Source: an optimization exercise on an open RTL-to-GDS flow (aim: small area, a short achievable clock period and few clock cycles). Production flows keep margins and buffers that such runs may drop. Where RTL was checked, it was by simulation tests only, not by an equivalence proof against the original. Only the layout flow was run in runs 1 and 4 to 6; the RTL was not checked for function there.

==> flow/run.sh <==
#!/bin/bash
# The standard layout (standard synthesis unchanged), with two changes to how
# it is made: repair_timing aims for 8.2 ns of setup slack beyond the
# constraint, and the port buffers are buf_2 cells.
bash standard.sh finish SETUP_SLACK_MARGIN=8.2 \
  "BUFFER_PORTS_ARGS=-buffer_cell sky130_fd_sc_hd__buf_2" > standard.log 2>&1
==> standard.sh <==
#!/bin/bash
# synth_recipe.tcl (not shown) runs the flow's synth.tcl, then flattens the netlist and writes it again
# the make line also repeats each setting of config.mk as NAME=value (left out here)
make -C /OpenROAD-flow-scripts/flow DESIGN_CONFIG=/design/flow/config.mk WORK_HOME=/design/flow/orfs CLKGATE_MAP_FILE= SYNTH_SCRIPT=/design/flow/synth_recipe.tcl "${@:-finish}"
==> config.mk <==
export PLATFORM = sky130hd
export DESIGN_NAME = aes_core
export DESIGN_NICKNAME = aes_core
export VERILOG_FILES = /design/flow/design.v
export SDC_FILE = /design/flow/constraint.sdc
export NUM_CORES = 8
export LEC_CHECK = 0
export CAP_MARGIN = 30
export CORE_MARGIN = 2
export CORE_UTILIZATION = 50
export SLEW_MARGIN = 30
export TNS_END_PERCENT = 10
==> constraint.sdc <==
create_clock -name core_clock -period 11.5 [get_ports {clk}]
set_input_delay 2.3000 -clock core_clock [delete_from_list [all_inputs] [get_ports {clk}]]
set_output_delay 2.3000 -clock core_clock [all_outputs]
set_load 0.01 [all_outputs]
==> design.v <==
module sbox_a (
    input  wire [7:0]  x,
    output wire [11:0] y      
);
    wire [7:0] e;
    assign e[0] = x[0] ^ x[2] ^ x[5] ^ x[7];
    assign e[1] = x[2] ^ x[5] ^ x[6] ^ x[7];
    assign e[2] = x[2];
    assign e[3] = x[3] ^ x[4];
    assign e[4] = x[1] ^ x[5] ^ x[7];
    assign e[5] = x[2] ^ x[3];
    assign e[6] = x[1] ^ x[4] ^ x[6] ^ x[7];
    assign e[7] = x[5] ^ x[7];
    wire [3:0] h = e[7:4], l = e[3:0];
    wire [6:0] q;
    assign q[0] = (h[0] & l[0]);
    assign q[1] = (h[0] & l[1]) ^ (h[1] & l[0]);
    assign q[2] = (h[0] & l[2]) ^ (h[1] & l[1]) ^ (h[2] & l[0]);
    assign q[3] = (h[0] & l[3]) ^ (h[1] & l[2]) ^ (h[2] & l[1]) ^ (h[3] & l[0]);
    assign q[4] = (h[1] & l[3]) ^ (h[2] & l[2]) ^ (h[3] & l[1]);
    assign q[5] = (h[2] & l[3]) ^ (h[3] & l[2]);
    assign q[6] = (h[3] & l[3]);
    wire [3:0] p = {q[3] ^ q[6], q[2] ^ q[5] ^ q[6], q[1] ^ q[4] ^ q[5], q[0] ^ q[4]};
    wire [3:0] d;
    assign d[0] = p[0] ^ h[2] ^ h[3] ^ l[0] ^ l[2];
    assign d[1] = p[1] ^ h[0] ^ h[1] ^ l[2];
    assign d[2] = p[2] ^ h[1] ^ h[2] ^ l[1] ^ l[3];
    assign d[3] = p[3] ^ h[0] ^ h[1] ^ h[2] ^ l[3];
    assign y = {h, h ^ l, d};
endmodule
module sbox_i (
    input  wire [11:0] x,     
    output wire [11:0] y      
);
    wire [3:0] d = x[3:0];
    wire [3:0] di;
    assign di[0] = (d[0]) ^ (d[1]) ^ (d[2]) ^ (d[0] & d[2]) ^ (d[1] & d[2]) ^ (d[0] & d[1] & d[2]) ^ (d[3]) ^ (d[1] & d[2] & d[3]);
    assign di[1] = (d[0] & d[1]) ^ (d[0] & d[2]) ^ (d[1] & d[2]) ^ (d[3]) ^ (d[1] & d[3]) ^ (d[0] & d[1] & d[3]);
    assign di[2] = (d[0] & d[1]) ^ (d[2]) ^ (d[0] & d[2]) ^ (d[3]) ^ (d[0] & d[3]) ^ (d[0] & d[2] & d[3]);
    assign di[3] = (d[1]) ^ (d[2]) ^ (d[3]) ^ (d[0] & d[3]) ^ (d[1] & d[3]) ^ (d[2] & d[3]) ^ (d[1] & d[2] & d[3]);
    assign y = {x[11:4], di};
endmodule
module sbox_m (
    input  wire [11:0] x,     
    output wire [7:0]  y      
);
    wire [3:0] h = x[11:8], hl = x[7:4], di = x[3:0];
    function automatic [3:0] gmul(input [3:0] a, input [3:0] b);
        reg [6:0] q;
        integer i;
        begin
            q = 7'd0;
            for (i = 0; i < 4; i = i + 1)
                if (b[i]) q = q ^ ({3'd0, a} << i);
            gmul = {q[3] ^ q[6], q[2] ^ q[5] ^ q[6], q[1] ^ q[4] ^ q[5], q[0] ^ q[4]};
        end
    endfunction
    assign y = {gmul(h, di), gmul(hl, di)};
endmodule
module sbox_c (
    input  wire [7:0] x,      
    output wire [7:0] y       
);
    assign y[0] = ~(x[0] ^ x[1] ^ x[2] ^ x[3] ^ x[5] ^ x[7]);
    assign y[1] = ~(x[0] ^ x[1] ^ x[4]);
    assign y[2] = (x[0] ^ x[2] ^ x[3] ^ x[5] ^ x[6] ^ x[7]);
    assign y[3] = (x[0] ^ x[1] ^ x[2] ^ x[3] ^ x[6]);
    assign y[4] = (x[0] ^ x[3] ^ x[4]);
    assign y[5] = ~(x[1] ^ x[2] ^ x[5] ^ x[6]);
    assign y[6] = ~(x[4] ^ x[5] ^ x[6]);
    assign y[7] = (x[1] ^ x[2] ^ x[3]);
endmodule
module aes_core (
    input  wire         clk,
    input  wire         rst,
    input  wire         in_valid,
    output reg          in_ready,
    input  wire         in_aes256,
    input  wire [255:0] in_key,
    input  wire [127:0] in_block,
    output reg          out_valid,
    output reg  [127:0] out_block
);
    reg  [5:0]   t;                 
    reg  [1:0]   ph;                
    reg  [3:0]   w;                 
    reg          m256;              
    reg          v1, v2;            
    reg          lda;               
    reg  [127:0] s0;                
    reg  [191:0] s1;                
    reg  [127:0] s2;                
    reg  [127:0] kp, kq;
    reg  [47:0]  ks1;               
    reg  [31:0]  ks2;               
    wire [5:0] t_fin0 = m256 ? 6'd42 : 6'd30;             
    wire [5:0] t_fin1 = t_fin0 + 6'd2;
    wire [5:0] t_fin2 = t_fin0 + 6'd4;
    wire [5:0] t_end  = v2 ? t_fin2 : v1 ? t_fin1 : t_fin0;
    wire       done   = t == t_end;                      
    wire [127:0] x = s0 ^ kp;
    wire [191:0] s1_d;
    genvar g;
    generate
        for (g = 0; g < 16; g = g + 1) begin : g_sa
            sbox_a u_a (.x(x[127-8*g -: 8]), .y(s1_d[191-12*g -: 12]));
        end
    endgenerate
    wire        rot = ~m256 | w[0];
    wire [31:0] rw  = rot ? {kp[23:0], kp[31:24]} : kp[31:0];
    wire [47:0] ks1_d;
    generate
        for (g = 0; g < 4; g = g + 1) begin : g_ka
            sbox_a u_a (.x(rw[31-8*g -: 8]), .y(ks1_d[47-12*g -: 12]));
        end
    endgenerate
    wire [127:0] s2_d;
    generate
        for (g = 0; g < 16; g = g + 1) begin : g_sb
            wire [11:0] m;
            sbox_i u_i (.x(s1[191-12*g -: 12]), .y(m));
            sbox_m u_m (.x(m), .y(s2_d[127-8*g -: 8]));
        end
    endgenerate
    wire [31:0] ks2_d;
    generate
        for (g = 0; g < 4; g = g + 1) begin : g_kb
            wire [11:0] m;
            sbox_i u_i (.x(ks1[47-12*g -: 12]), .y(m));
            sbox_m u_m (.x(m), .y(ks2_d[31-8*g -: 8]));
        end
    endgenerate
    wire [127:0] sb;
    generate
        for (g = 0; g < 16; g = g + 1) begin : g_sc
            sbox_c u_c (.x(s2[127-8*g -: 8]), .y(sb[127-8*g -: 8]));
        end
    endgenerate
    wire [127:0] shifted;
    generate
        for (g = 0; g < 16; g = g + 1) begin : g_shift
            localparam integer R = g % 4;
            localparam integer C = g / 4;
            localparam integer SRC = R + 4 * ((C + R) % 4);
            assign shifted[127-8*g -: 8] = sb[127-8*SRC -: 8];
        end
    endgenerate
    function automatic [7:0] xtime(input [7:0] v);
        xtime = {v[6:0], 1'b0} ^ (v[7] ? 8'h1B : 8'h00);
    endfunction
    wire [127:0] mixed;
    generate
        for (g = 0; g < 4; g = g + 1) begin : g_mix
            wire [7:0] a0 = shifted[127-32*g -: 8];
            wire [7:0] a1 = shifted[119-32*g -: 8];
            wire [7:0] a2 = shifted[111-32*g -: 8];
            wire [7:0] a3 = shifted[103-32*g -: 8];
            assign mixed[127-32*g -: 8] = xtime(a0) ^ (xtime(a1) ^ a1) ^ a2 ^ a3;
            assign mixed[119-32*g -: 8] = a0 ^ xtime(a1) ^ (xtime(a2) ^ a2) ^ a3;
            assign mixed[111-32*g -: 8] = a0 ^ a1 ^ xtime(a2) ^ (xtime(a3) ^ a3);
            assign mixed[103-32*g -: 8] = (xtime(a0) ^ a0) ^ a1 ^ a2 ^ xtime(a3);
        end
    endgenerate
    wire [31:0] ksub;
    generate
        for (g = 0; g < 4; g = g + 1) begin : g_kc
            sbox_c u_c (.x(ks2[31-8*g -: 8]), .y(ksub[31-8*g -: 8]));
        end
    endgenerate
    reg [7:0] rcon;
    always @(*) begin
        case (m256 ? {1'b0, w[3:1]} : w)
            4'd0: rcon = 8'h01;
            4'd1: rcon = 8'h02;
            4'd2: rcon = 8'h04;
            4'd3: rcon = 8'h08;
            4'd4: rcon = 8'h10;
            4'd5: rcon = 8'h20;
            4'd6: rcon = 8'h40;
            4'd7: rcon = 8'h80;
            4'd8: rcon = 8'h1b;
            4'd9: rcon = 8'h36;
            default: rcon = 8'h00;
        endcase
    end
    wire         use_rcon = ~m256 | w[0];
    wire [31:0]  tw   = ksub ^ {(use_rcon ? rcon : 8'h00), 24'd0};
    wire [127:0] base = m256 ? kq : kp;     
    wire [31:0]  e0   = base[127:96] ^ tw;
    wire [31:0]  e1   = base[95:64]  ^ e0;
    wire [31:0]  e2   = base[63:32]  ^ e1;
    wire [31:0]  e3   = base[31:0]   ^ e2;
    wire [127:0] e    = {e0, e1, e2, e3};
    wire take   = in_valid & in_ready & ~rst;
    wire take_a = in_valid & lda & ~rst;          
    wire take_b = take & ~lda;                    
    wire key_eq = (in_aes256 == m256) & (in_key[255:128] == kp) &
                  (~m256 | (in_key[127:0] == kq));
    wire [5:0] t_n  = take_a ? 6'd1 : (t == 6'd0 | done) ? 6'd0 : t + 6'd1;
    wire       v1_n = ~take_a & (v1 | (take_b & (t == 6'd2)));
    wire       v2_n = ~take_a & (v2 | (take_b & (t == 6'd4)));
    wire       m256_n = take_a ? in_aes256 : m256;
    wire [5:0] fin0_n = m256_n ? 6'd42 : 6'd30;
    wire [5:0] end_n  = v2_n ? fin0_n + 6'd4 : v1_n ? fin0_n + 6'd2 : fin0_n;
    wire       lda_n  = (t_n == 6'd0) | (t_n == end_n);
    wire       ldb_n  = in_valid & key_eq & ((t_n == 6'd2) | (t_n == 6'd4 & v1_n));
    always @(posedge clk) begin
        s1  <= s1_d;
        s2  <= s2_d;
        ks1 <= ks1_d;
        ks2 <= ks2_d;
        s0 <= in_ready ? in_block : mixed;
        out_block <= shifted ^ (ph == 2'd2 ? e : kq);
        if (lda) begin
            m256 <= in_aes256;
            kp   <= in_key[255:128];
            kq   <= in_key[127:0];
            ph   <= 2'd0;
            w    <= 4'd0;
        end else begin
            kq <= kp;
            if (ph == 2'd2)
                kp <= (m256 && w == 4'd0) ? kq : e;
            else
                kp <= kq;
            ph <= (ph == 2'd2) ? 2'd0 : ph + 2'd1;
            w  <= (ph == 2'd2) ? w + 4'd1 : w;
        end
        if (rst) begin
            t         <= 6'd0;
            v1        <= 1'b0;
            v2        <= 1'b0;
            out_valid <= 1'b0;
            in_ready  <= 1'b0;
            lda       <= 1'b0;
        end else begin
            t         <= t_n;
            v1        <= v1_n;
            v2        <= v2_n;
            out_valid <= (t != 6'd0) & ((t == t_fin0) | (v1 & t == t_fin1) | (v2 & t == t_fin2));
            lda       <= lda_n;
            in_ready  <= lda_n | ldb_n;
        end
    end
endmodule
==> results of run 1 <==
-- critical path, cell delays in order --
cell	delay, ns
buf_2	0.18
inv_1	0.13
o22ai_1	0.11
nor4_1	0.89
nand4_1	0.40
nor4_1	0.45
o2111ai_2	0.27
nand3_1	0.13
-- flip-flops by register name, indices dropped and copies added, names as in the netlist --
name	flops
s0	128
m256	1
lda	1
in_ready	1
t	6
kq	128
out_valid	1
v2	1
ks1	48
s1	192
s2	128
w	4
kp	128
out_block	128
v1	1
ks2	32
ph	2
-- kinds of logic after synthesis --
kind of cell             count (synthesis)  share of synthesized area
AO/OA/AOI/OAI                         1058                      0.104
XOR/XNOR                              2504                      0.366
adder cells (fa/ha/maj)                170                     0.0350
buffers and inverters                  581                     0.0354
flip-flops                             930                      0.287
multiplexers                           342                     0.0556
AND/OR/NAND/NOR                       1763                      0.117
-- final cells by class --
cell class              count  area share
multi-input cells        5837       0.605
flip-flops and latches    930       0.252
repair buffers            621      0.0506
clock buffers             159      0.0431
well taps                1742      0.0294
inverters                 263      0.0134
clock inverters            36     0.00495
diodes                     44     0.00149
-- cells in the final DEF (no fill, tap or decap), types with 35 or more instances in the layout --
master / synthesis / routed
xnor2_1: 1638 / 1601
nand2_1: 954 / 952
dfxtp_1: 929 / 910
xor2_1: 716 / 712
buf_2: 24 / 498
o21ai_0: 399 / 397
nor2_1: 377 / 376
inv_1: 262 / 261
mux2i_1: 196 / 184
ha_1: 150 / 148
a21oi_1: 147 / 145
mux2_2: 143 / 143
clkbuf_16: 0 / 110
a211oi_1: 104 / 104
xnor3_1: 100 / 99
buf_4: 5 / 84
a21o_1: 83 / 83
a22oi_1: 80 / 80
nor2b_1: 79 / 75
xnor2_2: 37 / 70
nand3_1: 70 / 70
nand2b_1: 60 / 60
diode_2: 0 / 44
o22ai_1: 42 / 42
nand4_1: 40 / 40
nor3_1: 37 / 35
-- per-layer routing --
| metal | vias to the layer above | part of all wire |
|---|---|---|
| li1 | 25200 | - |
| met1 | 26400 | 0.40 |
| met2 | 2685 | 0.43 |
| met3 | 629 | 0.098 |
| met4 | 52 | 0.068 |
| met5 | - | 0.0011 |
-- worst paths after layout --
check	startpoint	end	slack [ns]
min	ph[0]	ph[0]	0.42
max reg2reg	m256	in_ready	7.76
max	in_key[83]	in_ready	7.28
min reg2reg	ph[0]	ph[0]	0.42
-- what timing repair did --
item                       in CTS  in global routing
hold buffers                    0                  0
gates cloned                    4                  0
buffers inserted                5                  5
pin swaps                      10                  1
resized for setup              85                 67
setup endpoints to repair     389                222
==> metrics.md, run 1 <==
| Metric | Value |
|---|---|
| Nets@finish | about 8,300 |
| Crit path DAT | 4.89 ns |
| Place WS | ~5.8 ns |
| Clock Sinks | between 900 and 1,000 |
| Gr busiest metal | met2 |
| Final instance area | between 70,000 and 80,000 µm² |
| Clock Tree Buf Depth | 3 |
| Post-synth EDFFs | 1 |
| Maxcap violations | 0 |
| Ports | approximately 520 |
| Syn-to-layout area delta | 13.8% |
| Mean Syn Cell Area | around 8.8 µm² |
| Most used DFF post-synth | dfxtp_1 |
| Placed Cells | about 9,400 |
| GR Util All Layers | 0.398 |
| Slew headroom | 0.265 |
| Vias | around 55,000 |
| Fmax achieved | 237 MHz |
| Mapped Area | between 60,000 and 70,000 µm² |
| Layout cells sized above 1 | 0.141 |
| Tcrit/Tclk final | 0.367 |
| DRT Pass-1 Iters | 8 |
| Register area share after synthesis | 0.287 |
| Setup violations, final | 0 |
| Post-DP HPWL | approximately 220 mm |
| Non-Filler Instances | between 9,000 and 10,000 |
| # DRC | 0 |
| Num rows | around 130 |
| Worst-skew pair later-pin latency | 0.75 ns |
| Post-synth top cells | xnor2_1 (1,638), nand2_1 (954), dfxtp_1 (929) |
| Share of the synthesized area in the top cell type | 0.286 |
| RePlAce Congestion | 1.10 |
| Syn Nets | 7,906 |
| FFs w/ async S/R, synth | 0 |
| Unique masters post-synth | 86 |
| Die X | 365 µm |
| Worst Hold Slack | between 0.4 and 0.5 ns |
| Crit path kind | input port to flop |
| Area occupied by registers | 18,700 µm² |
| Cells after synthesis | around 7,300 |
| Die area | around 130,000 µm² |
| Worst Path Max Fanout | 2 |
| Status | no timing/DRC/antenna violations |
| Yosys Warn Count | 2 |
| Max-slew violations | 0 |
| GRT met3 Usage | 0.0804 |
| Clock transition at the registers of the reported paths | approximately 0.060 ns |
| Hold Fails Final Rpt | 0 |
| Slew of the pin with the lowest slew margin | 1.10 ns |
| # fillers | roughly 12,000 |
| Routed WL | approximately 270 mm |
| Post-layout util | 0.572 |
| Die Ht | between 300 and 400 µm |
| Crit path time final | roughly 4.2 ns |
| Top cells by area, synth | dfxtp_1 (29%), xnor2_1 (22%), xor2_1 (9.6%), nand2_1 (5.5%), xnor3_1 (3.5%) |
| Yosys top cell by area | dfxtp_1 |
| Initial DRC count | 6,760 |
| Drt wl/cell | 28.3 µm |
| Final ANT Viol Nets | 0 |
| Skew final | 0.0349 ns |
| TritonCTS Buffers | 106 |
| H-tree Lvls | 3 |
| PnR worst setup slack | ~7.3 ns |
| Hold path cells | 1 |
| Worst Setup End Kind | flop |
| Vias in the first global route | around 50,000 |
| Multi-input logic area | roughly 45,000 µm² |
| Initial antenna violation count | between 80 and 90 |
| CTS tree | built |
| Flops & latches, synth | 930 |
| Met1 GRT Util | 0.520 |
| Overflow left after global routing | 0 |
| Top-count cell post-synth | xnor2_1 |
| Cells on worst reg2reg path | 12 |
| First-pass GRT wire length | 374 mm |
| Number of port buffers | slightly above 500 |
| Initial Util | 0.503 |
| Largest net degree at the start of global routing | roughly 200 |
| Critical Path Start Type | input port |
| Via/cell ratio | approximately 5.7 |
| Clock root cell | clkbuf_16 |
| TNS Setup | 0 ns |
| RSZ-0062 raised after global routing | yes |
| HP Class | flop to flop |
| WP data required | 12.17 ns |
| Placed Area | between 60,000 and 70,000 µm² |
| CORE AREA | around 130,000 µm² |
| Met2 usage | 0.604 |
==> inputs of run 2 (changes only) <==
--- a/design.v
+++ b/design.v
@@ -89,2 +89,6 @@
     reg          lda;               
+    reg          lds;               
+    reg  [15:0]  eq16;              
+    reg          eqv;               
+    reg          vld4;              
     reg  [127:0] s0;                
@@ -196,7 +200,12 @@
     wire take_b = take & ~lda;                    
-    wire key_eq = (in_aes256 == m256) & (in_key[255:128] == kp) &
-                  (~m256 | (in_key[127:0] == kq));
+    wire [255:0] kdiff = in_key ^ {kp, m256 ? kq : in_key[127:0]};
+    wire [15:0]  eq16_d;
+    generate
+        for (g = 0; g < 16; g = g + 1) begin : g_eq
+            assign eq16_d[g] = ~|kdiff[16*g+15 -: 16];
+        end
+    endgenerate
     wire [5:0] t_n  = take_a ? 6'd1 : (t == 6'd0 | done) ? 6'd0 : t + 6'd1;
-    wire       v1_n = ~take_a & (v1 | (take_b & (t == 6'd2)));
-    wire       v2_n = ~take_a & (v2 | (take_b & (t == 6'd4)));
+    wire       v1_n = ~take_a & (v1 | (take_b & (t == 6'd3)));
+    wire       v2_n = ~take_a & (v2 | (take_b & (t == 6'd7)));
     wire       m256_n = take_a ? in_aes256 : m256;
@@ -205,3 +214,3 @@
     wire       lda_n  = (t_n == 6'd0) | (t_n == end_n);
-    wire       ldb_n  = in_valid & key_eq & ((t_n == 6'd2) | (t_n == 6'd4 & v1_n));
+    wire       ldb_n  = in_valid & eqv & (&eq16) & ((t_n == 6'd3) | (t_n == 6'd7 & v1_n));
     always @(posedge clk) begin
@@ -211,3 +220,5 @@
         ks2 <= ks2_d;
-        s0 <= in_ready ? in_block : mixed;
+        s0 <= lds ? in_block : mixed;
+        lds <= lda_n | (t_n == 6'd2) | (t_n == 6'd4);
+        eq16 <= eq16_d;
         out_block <= shifted ^ (ph == 2'd2 ? e : kq);
@@ -235,3 +246,7 @@
             lda       <= 1'b0;
+            eqv       <= 1'b0;
+            vld4      <= 1'b0;
         end else begin
+            vld4      <= in_valid & (t == 6'd4);
+            eqv       <= in_valid & (in_aes256 == m256) & ((t == 6'd1) | (t == 6'd5 & vld4));
             t         <= t_n;
--- a/config.mk
+++ b/config.mk
@@ -10,2 +10,4 @@
 export CORE_UTILIZATION = 50
+export CTS_CLUSTER_DIAMETER = 100
+export CTS_CLUSTER_SIZE = 20
 export SLEW_MARGIN = 30
==> run 2 against run 1 <==
Compared with the run above: critical path depth shrank 7; sequential cell count grew 19; core utilization shrank 2.0 points; still clean on timing, DRC and antenna; wire length shrank 15%; largest cell class unchanged; sequential share of layout area grew 1.8 points; fmax grew 20%; global-route usage shrank 5.7 points; first-iteration DRC count shrank 23%; design area shrank 4.6%; highest routed layer unchanged.
==> metrics.md, run 2 <==
| Metric | Value |
|---|---|
| Hold path start | ph[0] (unchanged) |
| Die area | 132,000 µm² (was 133,000 µm²) |
| Top-count cell post-synth | xnor2_1 (unchanged) |
| Worst reg2reg path endpoint | kp[6] (was in_ready) |
| Die X | 363 µm (was 365 µm) |
| RePlAce Congestion | 0.981 (was 1.10) |
| Yosys top cell by area | dfxtp_1 (unchanged) |
| DRT Pass-1 Iters | 7 (was 8) |
| Number of port buffers | 517 (unchanged) |
| Tcrit/Tclk final | 0.307 (was 0.367) |
| Top cells by area, synth | dfxtp_1 (29%), xnor2_1 (24%), xor2_1 (12%), nand2_1 (6.2%), o21ai_0 (3.5%) (was dfxtp_1 (29%), xnor2_1 (22%), xor2_1 (9.6%), nand2_1 (5.5%), xnor3_1 (3.5%)) |
| # fillers | 11,900 (was 11,800) |
| WL met2 | 102 mm (was 118 mm) |
| Yosys Warn Count | 2 (unchanged) |
| Most frequent cells in the layout | xnor2_1 (1,729), nand2_1 (1,065), dfxtp_1 (893), xor2_1 (885), buf_2 (485) (was xnor2_1 (1,601), nand2_1 (952), dfxtp_1 (910), xor2_1 (712), buf_2 (498)) |
| Clock root cell | clkbuf_16 (unchanged) |
| Most common cell after layout, fill and taps aside | xnor2_1 (unchanged) |
| Post-DP HPWL | 185 mm (was 223 mm) |
| Status | no timing/DRC/antenna violations (unchanged) |
| H-tree Lvls | 2 (was 3) |
| # DRC | 0 (unchanged) |
| WP data required | 9.20 ns (was 12.17 ns) |
| Highest routed layer | met5 (unchanged) |
| Clock Sinks | 949 (was 930) |
| Mapped Area | 64,400 µm² (was 65,000 µm²) |
| CP Depth | 1 (was 8) |
| FFs w/ async S/R, synth | 0 (unchanged) |
| Simple-Gate Fraction of Synth Area | 0.113 (was 0.117) |
| Mux cell area share after synthesis | 0.0520 (was 0.0556) |
| Initial Util | 0.504 (was 0.503) |
| Critical Path Start Type | flop (was input port) |
| CTS tree | built (unchanged) |
| Worst Setup End Kind | output port (was flop) |
| Place WS | 7.10 ns (was 5.79 ns) |
| CP top delay family | flip-flops (was simple AND/OR/NAND/NOR gates) |
| Drt wl/cell | 24.9 µm (was 28.3 µm) |
| Max reg flops | 192 (unchanged) |
| Crit path cell chain | buf_6 (was buf_2 -> inv_1 -> o22ai_1 -> nor4_1 -> nand4_1 -> nor4_1 -> o2111ai_2 -> nand3_1) |
| Initial antenna violation count | 47 (was 82) |
| Worst path max stage delay | 0.39 ns (was 0.89 ns) |
| Met3 Wirelength | 19.1 mm (was 26.7 mm) |
| Vias | 51,600 (was 54,900) |
| Slew of the pin with the lowest slew margin | 1.03 ns (was 1.10 ns) |
| Nets@finish | 8,177 (was 8,317) |
| Worst Path Max Fanout | 1 (was 2) |
| Setup violations, final | 0 (unchanged) |
| Flop-to-flop setup slack | 8.00 ns (was 7.76 ns) |
| Routed length on met1 | 98.7 mm (was 110 mm) |
| Layout cells sized above 1 | 0.134 (was 0.141) |
| Clock transition at the registers of the reported paths | 0.09 ns (was 0.06 ns) |
| Worst-skew pair later-pin latency | 0.71 ns (was 0.75 ns) |
| RSZ-0062 raised after global routing | yes (unchanged) |
| Crit path kind | flop to output port (was input port to flop) |
| Vias in the first global route | 48,400 (was 51,000) |
| Synth Area in Compound Gates | 0.0862 (was 0.104) |
| Unique masters post-synth | 81 (was 86) |
| Num rows | 131 (was 132) |
| Hold Fails Final Rpt | 0 (unchanged) |
| Max-slew violations | 0 (unchanged) |
| Post-synth top cells | xnor2_1 (1,736), nand2_1 (1,066), dfxtp_1 (948) (was xnor2_1 (1,638), nand2_1 (954), dfxtp_1 (929)) |
| Syn Nets | 7,860 (was 7,906) |
| HP Class | flop to flop (unchanged) |
| Crit path DAT | 1.23 ns (was 4.89 ns) |
| Post-synthesis xor/xnor area fraction | 0.388 (was 0.366) |
| Final ANT Viol Nets | 0 (unchanged) |
| Largest family of logic cells by synthesized area | XOR/XNOR gates (unchanged) |
| Worst path slowest cell | dfxtp_2 (was nor4_1) |
| Crit path launch | out_block[10] (was in_key[83]) |
| Post-synth EDFFs | 1 (unchanged) |
| First-pass GRT wire length | 330 mm (was 374 mm) |
| Overflow left after global routing | 0 (unchanged) |
| Cells on worst reg2reg path | 10 (was 12) |
| Via/cell ratio | 5.54 (was 5.70) |
| TritonCTS Buffers | 55 (was 106) |
| Most used DFF post-synth | dfxtp_1 (unchanged) |
| Worst r2r src | m256 (unchanged) |
| Skew final | 0.0242 ns (was 0.0349 ns) |
| Fmax achieved | 283 MHz (was 237 MHz) |
| Routed WL | 232 mm (was 273 mm) |
| Clock Tree Buf Depth | 3 (unchanged) |
| TNS Setup | 0 ns (unchanged) |
| PnR worst setup slack | 7.97 ns (was 7.28 ns) |
| Largest net degree at the start of global routing | 155 (was 199) |
| Worst Path Buf+Inv | 1 (was 2) |
| Largest Register | s1 (unchanged) |
| GR Util All Layers | 0.341 (was 0.398) |
| Flops & latches, synth | 949 (was 930) |
| Cells after synthesis | 7,301 (was 7,348) |
| Syn-to-layout area delta | 9.68% (was 13.8%) |
| # hold bufs at CTS | 0 (unchanged) |
| Share of the synthesized area in the top cell type | 0.295 (was 0.286) |
| Crit path capture | out_block[10] (was in_ready) |
| Maxcap violations | 0 (unchanged) |
| Crit path time final | 3.53 ns (was 4.22 ns) |
| Die Ht | 363 µm (was 365 µm) |
| CORE AREA | 128,000 µm² (was 129,000 µm²) |
| Initial DRC count | 5,186 (was 6,760) |
| Ports | 518 (unchanged) |
| Area share of fa/ha/maj cells after synthesis | 0.0356 (was 0.0350) |
| Slew headroom | 0.310 (was 0.265) |
| Register area share after synthesis | 0.295 (was 0.287) |
| Mean Syn Cell Area | 8.81 µm² (was 8.85 µm²) |
## run 2: cell count changes after synthesis, sizes merged, moves of 75 or more
cell,change
xor2,+180
nand2,+112
a211oi,-75
inv,-105
xnor2,+133
xnor3,-83
## run 2: metal layers
layer  vias up  global-route usage
met3       467              0.0622
met2      2121               0.530
li1      24400                   -
met4        44               0.162
met5         -                   0
met1     24500               0.456
## run 2: cells by family (layout without fill, tap and decap cells)
logic type      count (synthesis)  in the layout
mux                           313            313
fa+ha+maj                     171            171
flops                         949            949
other cells                     0             15
buf+inv                       479            810
simple gates                 1735           1738
xor+xnor                     2729           2729
compound gates                925            925
## run 2: area by class of cell
class | instances | area, µm² | area share
antenna | 15 | 37.5 | 0.000532
clock buffer | 67 | 1500 | 0.0213
clock inverter | 7 | 77.6 | 0.00110
inverter | 158 | 596 | 0.00844
multi-input combinational | 5876 | 43800 | 0.620
sequential | 949 | 19100 | 0.271
tap | 1662 | 2080 | 0.0295
timing repair buffer | 578 | 3390 | 0.0480
## run 2: worst reg2reg max path: cells and delay by family, from the launching register on
kind | cells | cell delay [ns]
AOI/OAI and AO/OA | 3 | 0.55
muxes | 1 | 0.30
buffers and inverters | 2 | 0.60
DFF | 1 | 0.35
xor gates and xnor gates | 2 | 1.32
and+or+nand+nor | 2 | 0.24
## run 2: what timing repair did
| item | CTS | global route |
|---|---|---|
| gates resized for setup | 101 | 47 |
| endpoints found under the setup margin | 296 | 235 |
| setup buffers | 2 | 12 |
| pin swaps | 6 | 7 |
| gates cloned | 5 | 0 |
## run 2: through the flow
step	utilization	area [µm²]	std cells	hold slack [ns]
floorplan	-	64400	7301	0.391
global placement	0.533	68100	9203	0.403
detailed placement	0.533	68100	9203	0.402
CTS	0.549	70100	9284	0.415
global route	0.553	70600	9302	0.456
finish	0.553	70600	9312	0.416
## run 2: how the worst min path moves through the flow
| stage | to | slack [ns] | cells after the start |
|---|---|---|---|
| global route | ph[0] | 0.46 | 1 |
| detailed placement | ph[0] | 0.40 | 1 |
| global placement | ph[0] | 0.40 | 1 |
| floorplan | ph[0] | 0.39 | 1 |
| finish | ph[0] | 0.42 | 1 |
| CTS | ph[0] | 0.41 | 1 |
Testbench counts of run 2, summed over its fixed seeds: cycles 66,868.
==> inputs of run 3 (changes only) <==
--- a/config.mk
+++ b/config.mk
@@ -10,4 +10,2 @@
 export CORE_UTILIZATION = 50
-export CTS_CLUSTER_DIAMETER = 100
-export CTS_CLUSTER_SIZE = 20
 export SLEW_MARGIN = 30
==> run 3 against run 2 <==
Compared with the run above: still clean on timing, DRC and antenna; via count is 1.0% higher; critical path depth stayed put; core utilization is 1.8 points higher; sequential cell count stayed put; synthesized cell count stayed put; register-to-register slack better by 0.03 ns; clock-buffer cell count is 67 higher.
==> metrics.md, run 3 <==
| Metric | Value |
|---|---|
| Status | no timing/DRC/antenna violations (unchanged) |
| Die area | 132,000 µm² (unchanged) |
| Num rows | 131 (unchanged) |
| Largest family of logic cells by synthesized area | XOR/XNOR gates (unchanged) |
| H-tree Lvls | 3 (was 2) |
| GR Util All Layers | 0.344 (was 0.341) |
| Routed WL | 234 mm (was 232 mm) |
| Max reg flops | 192 (unchanged) |
| Slew of the pin with the lowest slew margin | 1.02 ns (was 1.03 ns) |
| Vias | 52,100 (was 51,600) |
| Yosys top cell by area | dfxtp_1 (unchanged) |
| Area share of fa/ha/maj cells after synthesis | 0.0356 (unchanged) |
| Via/cell ratio | 5.51 (was 5.54) |
| Share of the synthesized area in the top cell type | 0.295 (unchanged) |
| Max-slew violations | 0 (unchanged) |
| Skew final | 0.0388 ns (was 0.0242 ns) |
| Worst Setup End Kind | output port (unchanged) |
| First-pass GRT wire length | 333 mm (was 330 mm) |
| Crit path launch | out_block[19] (was out_block[10]) |
| Clock Sinks | 949 (unchanged) |
| Mapped Area | 64,400 µm² (unchanged) |
| Worst path slowest cell | dfxtp_4 (was dfxtp_2) |
| Most common cell after layout, fill and taps aside | xnor2_1 (unchanged) |
| Die Ht | 363 µm (unchanged) |
| Top cells by area, synth | dfxtp_1 (29%), xnor2_1 (24%), xor2_1 (12%), nand2_1 (6.2%), o21ai_0 (3.5%) (unchanged) |
| Tcrit/Tclk final | 0.309 (was 0.307) |
| Post-synth top cells | xnor2_1 (1,736), nand2_1 (1,066), dfxtp_1 (948) (unchanged) |
| Most used DFF post-synth | dfxtp_1 (unchanged) |
| Maxcap violations | 0 (unchanged) |
| Synth Area in Compound Gates | 0.0862 (unchanged) |
| Top-count cell post-synth | xnor2_1 (unchanged) |
| Hold path start | ph[0] (unchanged) |
| Most frequent cells in the layout | xnor2_1 (1,730), nand2_1 (1,065), dfxtp_1 (895), xor2_1 (885), buf_2 (495) (was xnor2_1 (1,729), nand2_1 (1,065), dfxtp_1 (893), xor2_1 (885), buf_2 (485)) |
| Clock Tree Buf Depth | 3 (unchanged) |
| WP data required | 9.20 ns (about the same) |
| Vias in the first global route | 49,000 (was 48,400) |
| RePlAce Congestion | 0.981 (unchanged) |
| Mean Syn Cell Area | 8.81 µm² (unchanged) |
| Worst r2r src | m256 (unchanged) |
| Crit path DAT | 1.26 ns (was 1.23 ns) |
| Hold Fails Final Rpt | 0 (unchanged) |
| Area occupied by registers | 19,100 µm² (about the same) |
| Die X | 363 µm (unchanged) |
| Number of port buffers | 517 (unchanged) |
| Overflow left after global routing | 0 (unchanged) |
| Worst Path Max Fanout | 1 (unchanged) |
| Multi-input logic area | 43,800 µm² (about the same) |
| RSZ-0062 raised after global routing | yes (unchanged) |
| TNS Setup | 0 ns (unchanged) |
| TritonCTS Buffers | 107 (was 55) |
| Yosys Warn Count | 2 (unchanged) |
| Ports | 518 (unchanged) |
| Unique masters post-synth | 81 (unchanged) |
| Slew headroom | 0.322 (was 0.310) |
| Worst Path Buf+Inv | 1 (unchanged) |
| Clock root cell | clkbuf_16 (unchanged) |
| Worst path max stage delay | 0.39 ns (about the same) |
| CP top delay family | flip-flops (unchanged) |
| Largest net degree at the start of global routing | 155 (unchanged) |
| Drt wl/cell | 24.7 µm (was 24.9 µm) |
| Final ANT Viol Nets | 0 (unchanged) |
| Crit path time final | 3.56 ns (was 3.53 ns) |
| Mux cell area share after synthesis | 0.0520 (unchanged) |
| Crit path cell chain | buf_6 (unchanged) |
| Register area share after synthesis | 0.295 (unchanged) |
| Worst-skew pair later-pin latency | 0.76 ns (was 0.71 ns) |
| Post-synthesis xor/xnor area fraction | 0.388 (unchanged) |
| CTS tree | built (unchanged) |
| # DRC | 0 (unchanged) |
| Post-DP HPWL | 185 mm (unchanged) |
| # fillers | 11,600 (was 11,900) |
| Syn-to-layout area delta | 13.3% (was 9.68%) |
| Initial DRC count | 5,115 (was 5,186) |
| Crit path kind | flop to output port (unchanged) |
| DRT Pass-1 Iters | 6 (was 7) |
| Fmax achieved | 281 MHz (was 283 MHz) |
| Simple-Gate Fraction of Synth Area | 0.113 (unchanged) |
| Initial antenna violation count | 50 (was 47) |
| Largest Register | s1 (unchanged) |
| Critical Path Start Type | flop (unchanged) |
| Setup violations, final | 0 (unchanged) |
| Worst Hold Slack | 0.414 ns (was 0.416 ns) |
| Clock transition at the registers of the reported paths | 0.07 ns (was 0.09 ns) |
| Cells after synthesis | 7,301 (unchanged) |
| Layout cells sized above 1 | 0.148 (was 0.134) |
| FFs w/ async S/R, synth | 0 (unchanged) |
| Initial Util | 0.504 (unchanged) |
| CORE AREA | 128,000 µm² (unchanged) |
| Post-synth EDFFs | 1 (unchanged) |
| Nets@finish | 8,230 (was 8,177) |
| Flops & latches, synth | 949 (unchanged) |
| HP Class | flop to flop (unchanged) |
| Syn Nets | 7,860 (unchanged) |
run 3: changes by cell type in the layout (fill, tap and decap cells not counted), sizes merged:
cell and delta:
diode +8, inv +7, clkinv +21, clkbuf +67, buf +1, clkinvlp +14
bufinv +19
run 3: worst paths after layout:
kind / end / slack [ns] / depth (start not counted)
max reg2reg: kp[6] / 8.03 / 9
min reg2reg: ph[0] / 0.41 / 1
max: out_block[19] / 7.94 / 1
min: ph[0] / 0.41 / 1
run 3: per-layer routing:
metal,routed length [µm],GRT usage,share of wire
met1,98600,0.456,0.42
met2,102000,0.532,0.44
met4,13200,0.168,0.057
met5,280,0,0.0012
met3,19800,0.0719,0.085
run 3: cell families (layout without fill, tap and decap cells):
| family | Yosys count | after routing |
|---|---|---|
| adders and majority gates | 171 | 171 |
| xor gates and xnor gates | 2729 | 2729 |
| AOI/OAI and AO/OA | 925 | 925 |
| and+or+nand+nor | 1735 | 1738 |
| other | 0 | 23 |
| buffers and inverters | 479 | 939 |
| DFF | 949 | 949 |
| muxes | 313 | 313 |
run 3: layout make-up:
type,instances,area share
diodes,23,0.000789
clock buffers,134,0.0407
clock inverters,68,0.0133
inverters,158,0.00817
multi-input cells,5876,0.600
flip-flops and latches,949,0.262
well taps,1662,0.0285
repair buffers,579,0.0461
run 3: stage by stage:
| step | setup slack [ns] | utilization | cells | instance area, µm² |
|---|---|---|---|---|
| 2_1_floorplan | 7.49 | - | 7301 | 64400 |
| 3_3_place_gp | 7.06 | 0.533 | 9203 | 68100 |
| 3_5_place_dp | 7.10 | 0.533 | 9203 | 68100 |
| 4_1_cts | 7.91 | 0.568 | 9415 | 72500 |
| 5_1_grt | 7.93 | 0.571 | 9432 | 72900 |
| 6_report | 7.94 | 0.571 | 9449 | 72900 |
run 3: what timing repair did:
item,in CTS,in global routing
buffers inserted,5,9
pin swaps,6,6
gates resized for setup,85,51
setup endpoints to repair,296,227
hold endpoints to repair,0,0
hold buffers,0,0
cloned,5,0
==> inputs of run 4 (changes only) <==
--- a/design.v
+++ b/design.v
@@ -200,3 +200,3 @@
     wire take_b = take & ~lda;                    
-    wire [255:0] kdiff = in_key ^ {kp, m256 ? kq : in_key[127:0]};
+    wire [255:0] kdiff = in_key ^ {kp, kq};
     wire [15:0]  eq16_d;
@@ -204,3 +204,7 @@
         for (g = 0; g < 16; g = g + 1) begin : g_eq
-            assign eq16_d[g] = ~|kdiff[16*g+15 -: 16];
+            if (g < 8) begin : g_lo
+                assign eq16_d[g] = ~|kdiff[16*g+15 -: 16] | ~m256;
+            end else begin : g_hi
+                assign eq16_d[g] = ~|kdiff[16*g+15 -: 16];
+            end
         end
==> flow/run.sh (replaced) <==
#!/bin/bash
# The standard layout (standard synthesis unchanged), with two changes to how
# it is made: repair_timing aims for 7.95 ns of setup slack beyond the
# constraint, and the port buffers are buf_2 cells.
bash standard.sh finish SETUP_SLACK_MARGIN=7.95 \
  "BUFFER_PORTS_ARGS=-buffer_cell sky130_fd_sc_hd__buf_2" > standard.log 2>&1
--- a/config.mk
+++ b/config.mk
@@ -10,2 +10,4 @@
 export CORE_UTILIZATION = 50
+export CTS_CLUSTER_DIAMETER = 100
+export CTS_CLUSTER_SIZE = 20
 export SLEW_MARGIN = 30
==> run 4 against run 3 <==
Compared with the run above: sequential share of layout area is 0.98 points higher; core utilization is 2.2 points lower; fmax is 5.3% lower; cell count is 1.4% lower; design area is 4.0% lower; clock skew is 0.0091 ns lower; first-iteration DRC count is 11% higher; sequential cell count stayed put.
==> metrics.md, run 4 <==
| Metric | Value |
|---|---|
| Status | no timing/DRC/antenna violations (unchanged) |
| Maxcap violations | 0 (unchanged) |
| CORE AREA | 128,000 µm² (about the same) |
| Mapped Area | 64,200 µm² (was 64,400 µm²) |
| Area occupied by registers | 19,000 µm² (was 19,100 µm²) |
| GR Util All Layers | 0.350 (was 0.344) |
| Worst path max stage delay | 0.52 ns (was 0.39 ns) |
| Mean Syn Cell Area | 8.77 µm² (was 8.81 µm²) |
| Setup violations, final | 0 (unchanged) |
| Cells after synthesis | 7,324 (was 7,301) |
| Initial Util | 0.504 (about the same) |
| Routed WL | 238 mm (was 234 mm) |
| Multi-input logic area | 43,500 µm² (was 43,800 µm²) |
| Die X | 362 µm (was 363 µm) |
| Flop-to-flop setup slack | 7.93 ns (was 8.03 ns) |
| Vias in the first global route | 48,900 (was 49,000) |
| Worst Path Buf+Inv | 1 (unchanged) |
| Clock Sinks | 949 (unchanged) |
| Vias | 52,000 (was 52,100) |
| Critical Path Start Type | flop (unchanged) |
| Clock Tree Buf Depth | 3 (unchanged) |
| Worst Setup End Kind | output port (unchanged) |
| Worst Path Max Fanout | 1 (unchanged) |
| Via/cell ratio | 5.58 (was 5.51) |
| TritonCTS Buffers | 55 (was 107) |
| Slew of the pin with the lowest slew margin | 1.10 ns (was 1.02 ns) |
| Most frequent cells in the layout | xnor2_1 (1,732), nand2_1 (1,052), dfxtp_1 (941), xor2_1 (892), buf_2 (513) (was xnor2_1 (1,730), nand2_1 (1,065), dfxtp_1 (895), xor2_1 (885), buf_2 (495)) |
| Syn Nets | 7,883 (was 7,860) |
| Drt wl/cell | 25.6 µm (was 24.7 µm) |
| Cells on worst reg2reg path | 8 (was 9) |
| WP data required | 9.20 ns (about the same) |
| Crit path cell chain | buf_2 (was buf_6) |
| Initial DRC count | 5,683 (was 5,115) |
| # fillers | 12,000 (was 11,600) |
| Die Ht | 362 µm (was 363 µm) |
| Largest Register | s1 (unchanged) |
| Non-Filler Instances | 9,316 (was 9,449) |
| Max reg flops | 192 (unchanged) |
| Num rows | 131 (unchanged) |
| Overflow left after global routing | 0 (unchanged) |
| Fmax achieved | 266 MHz (was 281 MHz) |
| Largest net degree at the start of global routing | 138 (was 155) |
| DRT Pass-1 Iters | 8 (was 6) |
| # hold bufs at CTS | 0 (unchanged) |
| Skew final | 0.0297 ns (was 0.0388 ns) |
| CP top delay family | flip-flops (unchanged) |
| Die area | 131,000 µm² (was 132,000 µm²) |
| Placed Area | 68,000 µm² (was 68,100 µm²) |
| Most common cell after layout, fill and taps aside | xnor2_1 (unchanged) |
| CTS tree | built (unchanged) |
| CP Depth | 1 (unchanged) |
| Crit path DAT | 1.46 ns (was 1.26 ns) |
| Placed Cells | 9,225 (was 9,203) |
| Yosys Warn Count | 2 (unchanged) |
| # DRC | 0 (unchanged) |
| TNS Setup | 0 ns (unchanged) |
| Crit path time final | 3.76 ns (was 3.56 ns) |
| Max-slew violations | 0 (unchanged) |
| Place WS | 6.77 ns (was 7.10 ns) |
| Worst-skew pair later-pin latency | 0.72 ns (was 0.76 ns) |
| First-pass GRT wire length | 336 mm (was 333 mm) |
| Post-DP HPWL | 192 mm (was 185 mm) |
| Clock root cell | clkbuf_16 (unchanged) |
| Worst reg2reg path endpoint | kp[43] (was kp[6]) |
| Unique masters post-synth | 78 (was 81) |
| Yosys top cell by area | dfxtp_1 (unchanged) |
| Top-count cell post-synth | xnor2_1 (unchanged) |
| Hold path start | ph[0] (unchanged) |
| Crit path kind | flop to output port (unchanged) |
| Register area share after synthesis | 0.296 (was 0.295) |
| HP Class | flop to flop (unchanged) |
| Layout cells sized above 1 | 0.125 (was 0.148) |
| FFs w/ async S/R, synth | 0 (unchanged) |
| Final instance area | 70,000 µm² (was 72,900 µm²) |
| Hold Path End | ph[0] (unchanged) |
| PnR worst setup slack | 7.74 ns (was 7.94 ns) |
| Ports | 518 (unchanged) |
| RSZ-0062 raised after global routing | yes (unchanged) |
| Initial antenna violation count | 37 (was 50) |
| Flops & latches, synth | 949 (unchanged) |
| Clock transition at the registers of the reported paths | 0.10 ns (was 0.07 ns) |
| Tcrit/Tclk final | 0.327 (was 0.309) |
| RePlAce Congestion | 0.987 (was 0.981) |
| Worst path slowest cell | dfxtp_1 (was dfxtp_4) |
| Number of port buffers | 517 (unchanged) |
| Syn-to-layout area delta | 8.95% (was 13.3%) |
| H-tree Lvls | 2 (was 3) |
| Final ANT Viol Nets | 0 (unchanged) |
| Top cells by area, synth | dfxtp_1 (30%), xnor2_1 (24%), xor2_1 (12%), nand2_1 (6.2%), o21ai_0 (3.7%) (was dfxtp_1 (29%), xnor2_1 (24%), xor2_1 (12%), nand2_1 (6.2%), o21ai_0 (3.5%)) |
| Post-synth top cells | xnor2_1 (1,737), nand2_1 (1,054), dfxtp_1 (948) (was xnor2_1 (1,736), nand2_1 (1,066), dfxtp_1 (948)) |
| Worst r2r src | m256 (unchanged) |
| Share of the synthesized area in the top cell type | 0.296 (was 0.295) |
| Slew headroom | 0.269 (was 0.322) |
| Post-synth EDFFs | 1 (unchanged) |
| Hold Fails Final Rpt | 0 (unchanged) |
| Nets@finish | 8,187 (was 8,230) |
| Most used DFF post-synth | dfxtp_1 (unchanged) |
| Hold path cells | 1 (unchanged) |
## run 4: cell types whose count changed in the layout (fill, tap and decap cells not counted), sizes merged, moves of 15 or more
cell,previous run,this run
clkbuf,134,60
bufinv,20,1
o21ai,471,490
a21oi,175,154
nor2,349,371
a211oi,30,45
clkinv,24,3
## run 4: cell type report
class | count | area share
Tap cell | 1662 | 0.0297
Multi-Input combinational cell | 5890 | 0.622
Sequential cell | 949 | 0.272
Clock buffer | 59 | 0.0205
Inverter | 156 | 0.00837
Antenna cell | 15 | 0.000536
Timing Repair Buffer | 576 | 0.0453
Clock inverter | 9 | 0.00134
## run 4: per-layer routing
metal	global-route usage	vias up	wire, µm
met3	0.0676	522	20300
met1	0.462	24800	98800
met5	0	-	191
met4	0.188	28	15000
met2	0.537	2214	104000
li1	-	24400	-
## run 4: worst max path at each step
stage,to,startpoint
after floorplan,lda,rst
after global placement,in_ready,rst
after detailed placement,lda,rst
after CTS,lda,rst
after global routing,in_ready,rst
final,out_block[27],out_block[27]
## run 4: cell families (layout without fill, tap and decap cells)
| family | after synthesis | after routing | share of synthesized area |
|---|---|---|---|
| AO/OA/AOI/OAI | 952 | 952 | 0.0895 |
| other | 0 | 15 | 0 |
| adder cells (fa/ha/maj) | 171 | 171 | 0.0357 |
| AND/OR/NAND/NOR | 1737 | 1737 | 0.113 |
| multiplexers | 311 | 311 | 0.0518 |
| flip-flops | 949 | 949 | 0.296 |
| buffers and inverters | 485 | 800 | 0.0301 |
| XOR/XNOR | 2719 | 2719 | 0.384 |
## run 4: what timing repair did
item                                   CTS  global route
endpoints found under the hold margin    0             0
pin swaps                               10            12
gates resized for setup                 23            26
gates cloned                             0             1
setup endpoints to repair              162            82
setup buffers                            4             3
## run 4: stage by stage
step | hold WS (ns) | utilization
2_1_floorplan | 0.391 | -
3_3_place_gp | 0.417 | 0.533
3_5_place_dp | 0.408 | 0.533
4_1_cts | 0.423 | 0.547
5_1_grt | 0.445 | 0.549
6_report | 0.428 | 0.549
==> inputs of run 5 (changes only) <==
--- a/config.mk
+++ b/config.mk
@@ -9,3 +9,3 @@
 export CORE_MARGIN = 2
-export CORE_UTILIZATION = 50
+export CORE_UTILIZATION = 60
 export CTS_CLUSTER_DIAMETER = 100
==> run 5 against run 4 <==
Compared with the run above: sequential share of layout area increased by 0.14 points; global-route usage up 4.4 points; design area fell by 0.58%; still clean; worst hold slack got worse by 0.0038 ns; largest cell class unchanged; cell count shrank 2.9%; first-iteration DRC count shrank 0.53%; setup slack better by 0.044 ns; highest routed layer unchanged; clock-buffer cell count fell by 2; core utilization increased by 10 points.
==> metrics.md, run 5 <==
| Metric | Value |
|---|---|
| Status | no timing/DRC/antenna violations (unchanged) |
| Initial antenna violation count | 22 (was 37) |
| Tcrit/Tclk final | 0.323 (was 0.327) |
| Flop-to-flop setup slack | 7.99 ns (was 7.93 ns) |
| Maxcap violations | 0 (unchanged) |
| PnR worst setup slack | 7.79 ns (was 7.74 ns) |
| Worst Hold Slack | 0.424 ns (was 0.428 ns) |
| CTS tree | built (unchanged) |
| Area occupied by registers | 19,000 µm² (about the same) |
| FFs w/ async S/R, synth | 0 (unchanged) |
| Largest family of logic cells by synthesized area | XOR/XNOR gates (unchanged) |
| Skew final | 0.0296 ns (was 0.0297 ns) |
| Ports | 518 (unchanged) |
| Hold path start | ph[0] (unchanged) |
| Setup violations, final | 0 (unchanged) |
| Largest net degree at the start of global routing | 97 (was 138) |
| Routed WL | 224 mm (was 238 mm) |
| Slew of the pin with the lowest slew margin | 1.13 ns (was 1.10 ns) |
| Yosys top cell by area | dfxtp_1 (unchanged) |
| CP top delay family | flip-flops (unchanged) |
| Hold Path End | ph[0] (unchanged) |
| Crit path DAT | 1.41 ns (was 1.46 ns) |
| Top-count cell post-synth | xnor2_1 (unchanged) |
| GR Util All Layers | 0.393 (was 0.350) |
| Cells after synthesis | 7,324 (unchanged) |
| Unique masters post-synth | 78 (unchanged) |
| # DRC | 0 (unchanged) |
| Worst Path Max Fanout | 1 (unchanged) |
| Die Ht | 331 µm (was 362 µm) |
| Hold path cells | 1 (unchanged) |
| Post-synthesis xor/xnor area fraction | 0.384 (unchanged) |
| Clock transition at the registers of the reported paths | 0.10 ns (about the same) |
| Syn Nets | 7,883 (unchanged) |
| Post-layout util | 0.653 (was 0.549) |
| Place WS | 6.81 ns (was 6.77 ns) |
| Clock Tree Buf Depth | 3 (unchanged) |
| Most frequent cells in the layout | xnor2_1 (1,730), nand2_1 (1,052), dfxtp_1 (945), xor2_1 (893), buf_2 (515) (was xnor2_1 (1,732), nand2_1 (1,052), dfxtp_1 (941), xor2_1 (892), buf_2 (513)) |
| DRT Pass-1 Iters | 9 (was 8) |
| Worst-skew pair later-pin latency | 0.72 ns (about the same) |
| Hold Fails Final Rpt | 0 (unchanged) |
| Simple-Gate Fraction of Synth Area | 0.113 (unchanged) |
| Register area share after synthesis | 0.296 (unchanged) |
| Area share of fa/ha/maj cells after synthesis | 0.0357 (unchanged) |
| Mean Syn Cell Area | 8.77 µm² (unchanged) |
| Mapped Area | 64,200 µm² (unchanged) |
| Drt wl/cell | 24.8 µm (was 25.6 µm) |
| Post-synth top cells | xnor2_1 (1,737), nand2_1 (1,054), dfxtp_1 (948) (unchanged) |
| Critical Path Start Type | flop (unchanged) |
| # hold bufs at CTS | 0 (unchanged) |
| TritonCTS Buffers | 55 (unchanged) |
| HP Class | flop to flop (unchanged) |
| Largest Register | s1 (unchanged) |
| Syn-to-layout area delta | 8.32% (was 8.95%) |
| Cells on worst reg2reg path | 9 (was 8) |
| Flops & latches, synth | 949 (unchanged) |
| Crit path time final | 3.71 ns (was 3.76 ns) |
| Worst reg2reg path endpoint | s1[120] (was kp[43]) |
| Die area | 110,000 µm² (was 131,000 µm²) |
| Most used DFF post-synth | dfxtp_1 (unchanged) |
| Mux cell area share after synthesis | 0.0518 (unchanged) |
| Num rows | 120 (was 131) |
| Crit path kind | flop to output port (unchanged) |
| Worst path max stage delay | 0.50 ns (was 0.52 ns) |
| Via/cell ratio | 5.76 (was 5.58) |
| Worst Setup End Kind | output port (unchanged) |
| Fmax achieved | 269 MHz (was 266 MHz) |
| Final ANT Viol Nets | 0 (unchanged) |
| Vias in the first global route | 48,300 (was 48,900) |
| Nets@finish | 8,186 (was 8,187) |
| CORE AREA | 107,000 µm² (was 128,000 µm²) |
| Yosys Warn Count | 2 (unchanged) |
| Vias | 52,100 (was 52,000) |
| Worst path slowest cell | dfxtp_1 (unchanged) |
| Initial DRC count | 5,653 (was 5,683) |
| Top cells by area, synth | dfxtp_1 (30%), xnor2_1 (24%), xor2_1 (12%), nand2_1 (6.2%), o21ai_0 (3.7%) (unchanged) |
| First-pass GRT wire length | 317 mm (was 336 mm) |
| TNS Setup | 0 ns (unchanged) |
| RSZ-0062 raised after global routing | yes (unchanged) |
| Overflow left after global routing | 0 (unchanged) |
| Initial Util | 0.602 (was 0.504) |
| Post-DP HPWL | 180 mm (was 192 mm) |
| Die X | 331 µm (was 362 µm) |
| Multi-input logic area | 43,500 µm² (about the same) |
| Post-synth EDFFs | 1 (unchanged) |
| Share of the synthesized area in the top cell type | 0.296 (unchanged) |
| Clock Sinks | 949 (unchanged) |
| Most common cell after layout, fill and taps aside | xnor2_1 (unchanged) |
| Max reg flops | 192 (unchanged) |
| Max-slew violations | 0 (unchanged) |
| Worst Path Buf+Inv | 1 (unchanged) |
| H-tree Lvls | 2 (unchanged) |
| RePlAce Congestion | 0.999 (was 0.987) |
| WP data required | 9.20 ns (about the same) |
| Worst r2r src | kp[87] (was m256) |
| # fillers | 9,331 (was 12,000) |
| Synth Area in Compound Gates | 0.0895 (unchanged) |
| Clock root cell | clkbuf_16 (unchanged) |
| Slew headroom | 0.245 (was 0.269) |
| Number of port buffers | 517 (unchanged) |
| Layout cells sized above 1 | 0.124 (was 0.125) |
| Crit path cell chain | buf_2 (unchanged) |
==> run 5: cell counts after synthesis <==
Identical to the previous run, type by type.
==> run 5: cell families (layout without fill, tap and decap cells) <==
group / Yosys count / in the layout
flip-flops: 949 / 949
other: 0 / 11
AND/OR/NAND/NOR: 1737 / 1737
XOR/XNOR: 2719 / 2719
buffers and inverters: 485 / 796
multiplexers: 311 / 311
adder cells (fa/ha/maj): 171 / 171
AO/OA/AOI/OAI: 952 / 952
==> run 5: final cells by class <==
class / count / area share
Antenna cell: 11 / 0.000396
Clock buffer: 57 / 0.0205
Clock inverter: 8 / 0.00129
Inverter: 156 / 0.00842
Multi-Input combinational cell: 5890 / 0.626
Sequential cell: 949 / 0.273
Tap cell: 1403 / 0.0252
Timing Repair Buffer: 575 / 0.0450
==> run 5: how the worst max path moves through the flow <==
stage                    endpoint  slack [ns]     startpoint  cells past startpoint
finish              out_block[42]        7.79  out_block[42]                      1
global route                  lda        7.76            rst                     10
CTS                           lda        7.75            rst                     10
detailed placement            lda        6.81            rst                      9
global placement         in_ready        6.78            rst                      9
floorplan                     lda        7.33            rst                      9
==> run 5: routing by layer <==
| metal | vias up | global-route usage | part of all wire |
|---|---|---|---|
| li1 | 24400 | - | - |
| met1 | 24700 | 0.516 | 0.40 |
| met2 | 2439 | 0.589 | 0.43 |
| met3 | 585 | 0.0870 | 0.097 |
| met4 | 22 | 0.240 | 0.072 |
| met5 | - | 0 | 0.00058 |
==> run 5: what timing repair did <==
action / 4_1_cts / 5_1_grt
endpoints found under the setup margin: 204 / 118
cloned: 0 / 1
setup buffers: 5 / 7
hold endpoints to repair: 0 / 0
resized for setup: 23 / 17
pin swaps: 10 / 10
==> run 5: per-stage QoR <==
step	std cells	area, µm²
floorplan	7324	64200
global placement	8960	67600
detailed placement	8960	67700
CTS	9030	69400
global route	9040	69500
finish	9049	69600
==> inputs of run 6 (changes only) <==
--- a/design.v
+++ b/design.v
@@ -112,4 +112,2 @@
     endgenerate
-    wire        rot = ~m256 | w[0];
-    wire [31:0] rw  = rot ? {kp[23:0], kp[31:24]} : kp[31:0];
     wire [47:0] ks1_d;
@@ -117,3 +115,3 @@
         for (g = 0; g < 4; g = g + 1) begin : g_ka
-            sbox_a u_a (.x(rw[31-8*g -: 8]), .y(ks1_d[47-12*g -: 12]));
+            sbox_a u_a (.x(kp[31-8*g -: 8]), .y(ks1_d[47-12*g -: 12]));
         end
@@ -128,3 +126,3 @@
     endgenerate
-    wire [31:0] ks2_d;
+    wire [31:0] kb;
     generate
@@ -133,5 +131,7 @@
             sbox_i u_i (.x(ks1[47-12*g -: 12]), .y(m));
-            sbox_m u_m (.x(m), .y(ks2_d[31-8*g -: 8]));
-        end
-    endgenerate
+            sbox_m u_m (.x(m), .y(kb[31-8*g -: 8]));
+        end
+    endgenerate
+    wire        rot   = ~m256 | w[0];
+    wire [31:0] ks2_d = rot ? {kb[23:0], kb[31:24]} : kb;
     wire [127:0] sb;
@@ -191,3 +191,3 @@
     wire [31:0]  tw   = ksub ^ {(use_rcon ? rcon : 8'h00), 24'd0};
-    wire [127:0] base = m256 ? kq : kp;     
+    wire [127:0] base = kq;                 
     wire [31:0]  e0   = base[127:96] ^ tw;
@@ -235,3 +235,3 @@
         end else begin
-            kq <= kp;
+            kq <= (ph == 2'd1 && !m256) ? kq : kp;
             if (ph == 2'd2)
==> flow/run.sh (replaced) <==
#!/bin/bash
# The standard layout (standard synthesis unchanged), with two changes to how
# it is made: repair_timing aims for 8.2 ns of setup slack beyond the
# constraint, and the port buffers are buf_2 cells.
bash standard.sh finish SETUP_SLACK_MARGIN=8.2 \
  "BUFFER_PORTS_ARGS=-buffer_cell sky130_fd_sc_hd__buf_2" > standard.log 2>&1
--- a/config.mk
+++ b/config.mk
@@ -9,3 +9,3 @@
 export CORE_MARGIN = 2
-export CORE_UTILIZATION = 60
+export CORE_UTILIZATION = 55
 export CTS_CLUSTER_DIAMETER = 100
==> run 6 against run 5 <==
Compared with the run above: critical path depth is 12 higher; design area is 1.2% lower; non-clock buffer count is 5 lower; core utilization is 4.3 points lower.
==> metrics.md, run 6 <==
| Metric | Value |
|---|---|
| CORE AREA | 113,000 µm² (was 107,000 µm²) |
| Syn Nets | 7,367 (was 7,883) |
| Drt wl/cell | 23.9 µm (was 24.8 µm) |
| Unique masters post-synth | 82 (was 78) |
| Setup violations, final | 0 (unchanged) |
| Slew headroom | 0.192 (was 0.245) |
| Die Ht | 341 µm (was 331 µm) |
| Worst Setup End Kind | flop (was output port) |
| Mean Syn Cell Area | 9.19 µm² (was 8.77 µm²) |
| DRT Pass-1 Iters | 6 (was 9) |
| Register area share after synthesis | 0.324 (was 0.296) |
| PnR worst setup slack | 7.82 ns (was 7.79 ns) |
| Worst r2r src | m256 (was kp[87]) |
| Hold Path End | ph[0] (unchanged) |
| Skew final | 0.0424 ns (was 0.0296 ns) |
| Vias | 48,200 (was 52,100) |
| # fillers | 10,100 (was 9,331) |
| Most frequent cells in the layout | xnor2_1 (1,822), nand2_1 (1,017), xor2_1 (855), dfxtp_1 (798), buf_2 (496) (was xnor2_1 (1,730), nand2_1 (1,052), dfxtp_1 (945), xor2_1 (893), buf_2 (515)) |
| Cells after synthesis | 6,807 (was 7,324) |
| Share of the synthesized area in the top cell type | 0.263 (was 0.296) |
| Number of port buffers | 517 (unchanged) |
| Yosys top cell by area | dfxtp_1 (unchanged) |
| Crit path time final | 3.68 ns (was 3.71 ns) |
| WP data required | 12.14 ns (was 9.20 ns) |
| Routed WL | 210 mm (was 224 mm) |
| Crit path launch | rst (was out_block[42]) |
| TNS Setup | 0 ns (unchanged) |
| Yosys Warn Count | 2 (unchanged) |
| Crit path cell chain | buf_12 -> nor2b_4 -> and2_4 -> nand3_2 -> a21o_1 -> ha_4 -> xor2_1 -> o221ai_1 -> a21oi_1 -> o2111ai_1 -> a311oi_2 -> a21oi_2 -> o21ai_1 (was buf_2) |
| Max reg flops | 192 (unchanged) |
| Layout cells sized above 1 | 0.133 (was 0.124) |
| Flops & latches, synth | 949 (unchanged) |
| Hold path start | ph[0] (unchanged) |
| Initial Util | 0.555 (was 0.602) |
| Syn-to-layout area delta | 9.91% (was 8.32%) |
| Fmax achieved | 272 MHz (was 269 MHz) |
| Final instance area | 68,700 µm² (was 69,600 µm²) |
| Hold path cells | 1 (unchanged) |
| Clock root cell | clkbuf_16 (unchanged) |
| Clock transition at the registers of the reported paths | 0.09 ns (was 0.10 ns) |
| Cells on worst reg2reg path | 9 (unchanged) |
| Non-Filler Instances | 8,784 (was 9,049) |
| Worst path max stage delay | 0.29 ns (was 0.50 ns) |
| Worst Path Max Fanout | 4 (was 1) |
| FFs w/ async S/R, synth | 0 (unchanged) |
| Max-slew violations | 0 (unchanged) |
| # hold bufs at CTS | 0 (unchanged) |
| Post-layout util | 0.610 (was 0.653) |
| Worst path slowest cell | ha_4 (was dfxtp_1) |
| Status | no timing/DRC/antenna violations (unchanged) |
| Post-DP HPWL | 171 mm (was 180 mm) |
| Hold Fails Final Rpt | 0 (unchanged) |
| HP Class | flop to flop (unchanged) |
| Placed Area | 66,700 µm² (was 67,700 µm²) |
| Clock Sinks | 949 (unchanged) |
| Largest Register | s1 (unchanged) |
| Crit path DAT | 4.31 ns (was 1.41 ns) |
| Placed Cells | 8,665 (was 8,960) |
| Initial antenna violation count | 21 (was 22) |
| RePlAce Congestion | 0.983 (was 0.999) |
| Via/cell ratio | 5.48 (was 5.76) |
| First-pass GRT wire length | 304 mm (was 317 mm) |
| Flop-to-flop setup slack | 8.05 ns (was 7.99 ns) |
==> run 6: changes by cell type after synthesis, moves of 74 or more <==
cell / before / now
mux2i_1: 140 / 25
dfxtp_1: 948 / 820
nor2_1: 371 / 284
xnor2_1: 1737 / 1836
edfxtp_1: 1 / 129
clkbuf_1: 271 / 173
o21ai_0: 479 / 405
==> run 6: worst max-delay path by stage <==
| stage | endpoint | cells after the start |
|---|---|---|
| after floorplan | in_ready | 12 |
| after global placement | in_ready | 13 |
| after detailed placement | in_ready | 13 |
| after CTS | in_ready | 13 |
| after global routing | in_ready | 13 |
| final | in_ready | 13 |
==> run 6: cell families after synthesis <==
family / synth area share
flops: 0.324
compound gates: 0.0716
fa+ha+maj: 0.0368
simple gates: 0.105
buf+inv: 0.0230
mux: 0.0344
xor+xnor: 0.405
==> run 6: layout make-up <==
type | instances | area, µm² | share of cell area
inverters | 170 | 639 | 0.00930
multi-input cells | 5485 | 41000 | 0.597
flip-flops and latches | 949 | 20300 | 0.296
clock inverters | 8 | 104 | 0.00151
well taps | 1500 | 1880 | 0.0273
diodes | 12 | 30.0 | 0.000437
repair buffers | 570 | 3130 | 0.0455
clock buffers | 90 | 1570 | 0.0228
==> run 6: metal layers <==
metal,global-route usage,share of wire,vias to the layer above
met3,0.0558,0.083,344
met4,0.137,0.044,18
met5,0,0.00061,-
met1,0.485,0.43,23000
li1,-,-,22800
met2,0.554,0.45,1990
==> run 6: critical path: cells and delay by family <==
| family | cells | cell delay (ns) |
|---|---|---|
| buffers and inverters | 1 | 0.10 |
| and+or+nand+nor | 3 | 0.37 |
| xor gates and xnor gates | 1 | 0.14 |
| AOI/OAI and AO/OA | 7 | 1.11 |
| adders and majority gates | 1 | 0.29 |
==> run 6: timing repair <==
action | 4_1_cts | 5_1_grt
pin swaps | 4 | 6
gates resized for setup | 36 | 25
setup buffers | 6 | 3
setup endpoints to repair | 147 | 198

## afterwards: timing with drivers on the ports
The results above use ideal ports. As a check the final layouts listed here were re-extracted and re-timed, cells and wires unchanged.
Step 1 assumes that a clkbuf_16 drives the clock port and a buf_2 every other input.
Step 2 times the ports against the registers' clock, not the clock port: input delays grow and output delays shrink by t, the midpoint of the rising clock arrivals with the driver on.
a / b / c = ideal ports / drivers / drivers and shift; a / b = the first two.
| run | shift t [ns] | setup slack, ns | worst setup path at the end | clock arrival spread, ns | worst register clock-pin slew, ns |
|---|---|---|---|---|---|
| run 1 | 0.824 | 7.279 / 7.318 / 6.495 | input to register | 0.038 / 0.037 | 0.07 / 0.07 |
| run 2 | 0.782 | 7.971 / 7.890 / 7.337 | input to register | 0.026 / 0.026 | 0.10 / 0.10 |
| run 3 | 0.824 | 7.941 / 7.861 / 7.322 | input to register | 0.040 / 0.041 | 0.07 / 0.07 |
| run 4 | 0.790 | 7.743 / 7.663 / 7.067 | input to register | 0.030 / 0.031 | 0.10 / 0.10 |
| run 5 | 0.782 | 7.787 / 7.704 / 7.073 | input to register | 0.032 / 0.032 | 0.10 / 0.10 |
| run 6 | 0.788 | 7.821 / 7.854 / 7.068 | input to register | 0.045 / 0.044 | 0.10 / 0.10 |
After both steps setup and hold are still met in every run listed. The setup slack of run 1, which loses most, moves by +0.039 ns with the drivers and by -0.784 ns with both steps.
